This design comes from an exercise in tuning for small area and a short achievable clock period on the open sky130 flow, not from production work. The RTL was checked by simulation tests, not by an equivalence proof against the original design.

==> run R <==
## quire_ecc
module quire_ecc (
    input  wire         clk,
    input  wire         rst,
    input  wire         enc_in_valid,
    input  wire [127:0] enc_in_data,
    output reg          enc_out_valid,
    output reg  [144:0] enc_out_word,
    input  wire         dec_in_valid,
    input  wire [144:0] dec_in_word,
    output reg          dec_out_valid,
    output reg  [144:0] dec_out_word,
    output reg          dec_out_corr,
    output reg          dec_out_unc
);
    function [3:0] m16;
        input [3:0] a;
        input [3:0] b;
        reg [6:0] r;
        integer k;
        begin
            r = 7'd0;
            for (k = 0; k < 4; k = k + 1)
                if (b[k])
                    r = r ^ ({3'd0, a} << k);
            for (k = 6; k >= 4; k = k - 1)
                if (r[k])
                    r = r ^ (7'b0010011 << (k - 4));
            m16 = r[3:0];
        end
    endfunction
    function [3:0] n3inv;
        input [3:0] a;
        begin
            case (a)
                4'd0: n3inv = 4'd0;
  ...
make LEC_CHECK=0 CAP_MARGIN=30 CORE_MARGIN=2 CORE_UTILIZATION=55 SLEW_MARGIN=30 finish   # period 22.0 ns
run.sh (not shown) runs the stock make flow with config.mk's settings and CLKGATE_MAP_FILE= SYNTH_SCRIPT=/design/flow/synth_recipe.tcl, a recipe that flattens the netlist after the stock synthesis.
==> run H (differences from run R) <==
==> flow/flow/run.sh (new file) <==
#!/bin/bash
# The standard layout (standard.sh, the standard flow's own ORFS run), with these changes:
#  - synthesis is the standard flow's script (synth_recipe.tcl) unchanged except that
#    yosys's abc maps with flow/abc_area.script (area-oriented mapping, no
#    gate upsizing or buffering; registers are mapped by dfflibmap as before);
#  - the port buffers that ORFS inserts on every input and output are
#    sky130_fd_sc_hd__buf_1 instead of the cell buffer_ports picks by default;
#  - repair_timing aims for a setup slack margin, so that it sizes the
#    critical paths although the design's clock period is met anyway.
# The SDC, clock period and every other step are the standard flow's.
# Each tool's output goes to a log of its own here (synth.log, standard.log)
# and to ORFS's logs under orfs/logs.
set -euo pipefail
W="$(cd "$(dirname "$0")/.." && pwd)"
cd "$W"
export BUFFER_PORTS_ARGS="-buffer_cell sky130_fd_sc_hd__buf_1"
export SETUP_SLACK_MARGIN=16

cat > "$W/flow/synth_area.tcl" <<EOT
proc abc {args} {
  set i [lsearch \$args -script]
  if {\$i >= 0} { lset args [expr {\$i + 1}] $W/flow/abc_area.script }
  yosys abc {*}\$args
}
source $W/synth_recipe.tcl
EOT
sed "s#SYNTH_SCRIPT=[^ ]*#SYNTH_SCRIPT=$W/flow/synth_area.tcl#" standard.sh > "$W/flow/synth_step.sh"
bash "$W/flow/synth_step.sh" synth > synth.log 2>&1
bash standard.sh > standard.log 2>&1
==> flow/flow/abc_area.script (new file) <==
strash
dch
map -a
topo
==> flow/standard.sh (new file) <==
#!/bin/bash
# synth_recipe.tcl (not shown) runs the flow's synth.tcl, then flattens the netlist and writes it again
# the make line also repeats each setting of config.mk as NAME=value (left out here)
make -C /OpenROAD-flow-scripts/flow DESIGN_CONFIG=/design/flow/config.mk WORK_HOME=/design/flow/orfs CLKGATE_MAP_FILE= SYNTH_SCRIPT=/design/flow/synth_recipe.tcl "${@:-finish}"
removed: flow/run.sh
==> summary.txt <==
                                                                                                             run H             run R
Count of buffer and inverter cells on the critical path                                                          1                 4
FP Rows                                                                                                         83                87
Maximum clock rate                                                                                         149 MHz           119 MHz
Number of multi-input logic gates                                                                             2138              2375
Post-synthesis share of cell area spent on full adders, half adders and majority gates                      0.970%            0.872%
Seq area share                                                                                               32.7%             31.0%
Final core occ                                                                                               74.5%             71.1%
Non-clk invs                                                                                                   160                30
Inserted Diodes                                                                                                  4                11
DP HPWL                                                                                                    92.7 mm            107 mm
GR Util met3                                                                                                 12.9%             14.3%
Min-Delay Startpoint                                                                             r1_w[118]$_DFF_P_  r1_w[99]$_DFF_P_
Number of pins with negative max-slew slack in the final report                                                  4                 0
Die height                                                                                                  231 um            244 um
Area growth from synthesis to layout                                                                         34.4%             27.5%
Fraction of the mapped netlist area in compound gates                                                        4.95%             8.97%
Number of filler cells placed in the layout                                                                   3362              3995
Antenna violations before repair                                                                                 5                25
Run status                                                                              complete, but fails checks    finished clean
Layout check failures                                                                            capacitance limit                 -
Area of the die                                                                                         0.0534 mm2        0.0593 mm2
Wire length on met1                                                                                        44.4 mm           52.2 mm
Worst Tran Pin Value                                                                                       1.54 ns           1.14 ns
Number of cells in the finished layout apart from fillers                                                     4412              4501

what the ideal ports hide:
How much do the figures lean on ideal ports? The routed layouts below were timed once more, with nothing changed but the port constraints.
Step 1: set_driving_cell puts a clkbuf_16 on clk and a buf_2 on each other input, an assumption about the parent block.
Step 2 also shifts input and output timing later by t, the mid clock arrival at the registers, as if the neighbouring blocks saw the same clock.
Three values: ideal ports, drivers, drivers and shift; two values: the first two.
run	shift t [ns]	slack for setup (ns)	worst setup path after step 2
run R	0.712	13.630 / 13.630 / 13.630	register to register
run H	0.724	15.292 / 15.327 / 14.603	input to register
For run H, which loses most, drivers alone change the setup slack by +0.035 ns; drivers and shift together by -0.689 ns.
